Background: an optimization exercise with open tools, aiming at small area, a short achievable clock period and few clock cycles per item. Do not read the settings as production practice. Only simulation tests tie the RTL to the original design; equivalence was not proved.

Setup of maple:
## poly_stage
module poly_stage (
    input  wire        clk,
    input  wire        rst,         
    input  wire        in_valid,
    output wire        in_ready,
    input  wire [31:0] c0,
    input  wire [31:0] c1,
    input  wire [31:0] c2,
    input  wire [31:0] c3,
    input  wire [31:0] c4,
    input  wire [31:0] c5,
    input  wire [31:0] a,           
    input  wire        a_ok,        
    output reg         out_valid,
    output reg  [31:0] x,           
    output reg         x_ok,        
    output reg         num          
);
    reg [31:0]  e0_a, e1_a, e2_a, e3_a;
    reg [159:0] e0_c, e1_c, e2_c, e3_c;
    reg         e0_ok, e1_ok, e2_ok, e3_ok;
    reg         e0_v, e1_v, e2_v, e3_v;
    reg [2:0]   e0_st, e1_st, e2_st, e3_st;     
    reg         rdy;
    wire e3_last = (e3_st == 3'd4);
    wire load    = rdy;                  
    assign in_ready = rdy;
    reg  [31:0] y;                       
    wire [25:0] s1_hs, s1_hc;
    wire        s1_c22, s1_pl;
    wire [8:0]  s1_es;
    wire        s1_sy, s1_nan, s1_inf, s1_zero;
    fp_mul_s1 u_m1 (
        .a(y), .b(e0_a),
        .hs(s1_hs), .hc(s1_hc), .c22(s1_c22), .pl(s1_pl), .es(s1_es), .sy(s1_sy),
        .m_nan(s1_nan), .m_inf(s1_inf), .m_zero(s1_zero)
    );
    reg [25:0] p1_hs, p1_hc;
    reg        p1_c22, p1_pl;
    reg [8:0]  p1_es;
    reg        p1_sy, p1_nan, p1_inf, p1_zero;
    wire [31:0] s2_ya;
    fp_mul_s2 u_m2 (
        .hs(p1_hs), .hc(p1_hc), .c22(p1_c22), .pl(p1_pl), .es(p1_es), .sy(p1_sy),
        .m_nan(p1_nan), .m_inf(p1_inf), .m_zero(p1_zero),
        .y(s2_ya)
    );
    reg [31:0] p2_ya;
    wire [27:0] s3_sum;
    wire        s3_sp;
    wire [7:0]  s3_ep;
    wire [22:0] s3_fp;
    wire        s3_knan, s3_kinf, s3_kzero, s3_kpass, s3_ksign;
    fp_add_s1 u_a1 (
        .a(p2_ya), .b(e2_c[31:0]),
        .sum(s3_sum), .sp(s3_sp), .ep(s3_ep), .fp(s3_fp),
        .k_nan(s3_knan), .k_inf(s3_kinf), .k_zero(s3_kzero), .k_pass(s3_kpass),
        .k_sign(s3_ksign)
    );
    reg [27:0] p3_sum;
    reg        p3_sp;
    reg [7:0]  p3_ep;
  ...
Size: ~990 flip-flops, about 260 I/O pins.
clock: 35.0 ns
lec_check: 0
abc_area: 1
cap_margin: 20
core_margin: 2
core_utilization: 40
place_density: 0.6
slew_margin: 20
run.sh (not shown) runs the stock make flow with config.mk's settings and CLKGATE_MAP_FILE= SYNTH_SCRIPT=/design/flow/synth_recipe.tcl, a recipe that flattens the netlist after the stock synthesis.
Testbench counts of maple, summed over its fixed seeds: cycles 40,040, items 8,000.
[inputs] birch vs maple
Settings: ABC_AREA: 1 -> unset.
Notes after the runs:
On birch: met3 track utilization from global routing is 0.80 points higher than what maple gave.
Re HPWL after detailed placement: maple and birch aren't equal, and the higher value belongs to birch.


== v54 ==
Another version of the RTL of poly_stage (not shown whole).
Size: roughly 5600 cells after synthesis, ~940 flip-flops, ~0.047 sq mm of cells after synthesis.
==> flow/config.mk <==
export PLATFORM = sky130hd
export DESIGN_NAME = poly_stage
export DESIGN_NICKNAME = poly_stage
export VERILOG_FILES = /design/flow/design.v
export SDC_FILE = /design/flow/constraint.sdc
export NUM_CORES = 4
export LEC_CHECK = 0
export ABC_AREA = 1
export CAP_MARGIN = 20
export CORE_MARGIN = 2
export CORE_UTILIZATION = 40
export PLACE_DENSITY = 0.6
export SLEW_MARGIN = 20
==> flow/constraint.sdc <==
create_clock -name core_clock -period 35.0 [get_ports {clk}]
set_input_delay 7.0000 -clock core_clock [delete_from_list [all_inputs] [get_ports {clk}]]
set_output_delay 7.0000 -clock core_clock [all_outputs]
set_load 0.01 [all_outputs]
Testbench counts of v54, summed over its fixed seeds: cycles 40,040, items 8,000.
Inputs modified between v54 and v7:
- a change of CORE_UTILIZATION from 40 to 55
- a change of PLACE_DENSITY from 0.6 to 0.7
==> run notes <==
Diff v54 -> v7: share of the final layout cell area in sequential cells has increased; fmax has decreased; number of antenna violations at the first check in global routing has decreased.
#### Input delta (v14 over v7)
- swapping 55 for 40 in CORE_UTILIZATION
- swapping 0.7 for 0.6 in PLACE_DENSITY
==> flow/flow/run.sh (new file) <==
#!/bin/bash
# The standard layout, except that the port buffers are plain buf_1 cells
# rather than the delay buffers buffer_ports picks on its own.
set -euo pipefail
export BUFFER_PORTS_ARGS="-buffer_cell sky130_fd_sc_hd__buf_1"
bash standard.sh > standard.log 2>&1
==> flow/standard.sh (new file) <==
#!/bin/bash
# synth_recipe.tcl (not shown) runs the flow's synth.tcl, then flattens the netlist and writes it again
# the make line also repeats each setting of config.mk as NAME=value (left out here)
make -C /OpenROAD-flow-scripts/flow DESIGN_CONFIG=/design/flow/config.mk WORK_HOME=/design/flow/orfs CLKGATE_MAP_FILE= SYNTH_SCRIPT=/design/flow/synth_recipe.tcl "${@:-finish}"
removed: flow/run.sh
Findings:
Critical path depth: v14 vs v7 up 25. Per the comparison of v14 with v7, number of clock buffers in the layout went down, routed wire length increased by 2.7 mm relative to the old numbers.
#### Input delta (v17 over v14)
- CTS_BUF_LIST: unset -> sky130_fd_sc_hd__clkbuf_8
- CTS_CLUSTER_SIZE: unset -> 20
==> flow/run.sh (new file) <==
#!/bin/bash
# synth_recipe.tcl (not shown) runs the flow's synth.tcl, then flattens the netlist and writes it again
# the make line also repeats each setting of config.mk as NAME=value (left out here)
make -C /OpenROAD-flow-scripts/flow DESIGN_CONFIG=/design/flow/config.mk WORK_HOME=/design/flow/orfs CLKGATE_MAP_FILE= SYNTH_SCRIPT=/design/flow/synth_recipe.tcl finish
removed: flow/flow/run.sh
removed: flow/standard.sh
--- outcome ---
v17 completed; timing, DRC and antenna clean
v17 vs. v14: via count went up by about 0.37%.
Changes observed in v17 relative to v14: worst setup timing slack at the placement stage rose by 0.40 ns; logic depth of the worst path, buffers included fell by 25.
Shortest clock period the worst path allows after layout for v17 is higher than for v14.
Final cell count without fillers in v17 is 1.3% above v14.
On data-path buffer share of cell area in the final layout, the higher figure sits with v17, not v14.
Diff v14 and v17: area added between synthesis and finish higher in v17

separate check: timing with driven ports:
In the flow no input, the clock included, has a driving cell. The finished layouts below were timed again as built, in two steps. Step 1 assumes that a clkbuf_16 drives the clock port and a buf_2 every other input. Step 2, shift: input delay + t, output delay - t, t = (earliest + latest rising clock arrival at the registers) / 2. This alone moves slack from input paths to output paths. a / b / c = ideal ports / drivers / drivers and shift; a / b = the first two.
| run | shift t [ns] | setup slack, ns | worst slew at a driven data input, ns | cell pins on the clock port's net |
|---|---|---|---|---|
| maple | 0.757 | 25.807 / 25.737 / 26.494 | 0.11 | 1 |
| birch | 0.784 | 25.869 / 25.790 / 26.464 | 0.10 | 1 |
| v54 | 0.729 | 26.448 / 26.379 / 26.967 | 0.12 | 1 |
| v7 | 0.738 | 26.282 / 26.207 / 26.945 | 0.10 | 1 |
| v14 | 0.738 | 26.538 / 26.538 / 26.538 | 0.11 | 1 |
| v17 | 0.871 | 26.319 / 26.252 / 26.958 | 0.12 | 1 |
After both steps every run listed still meets setup and hold.
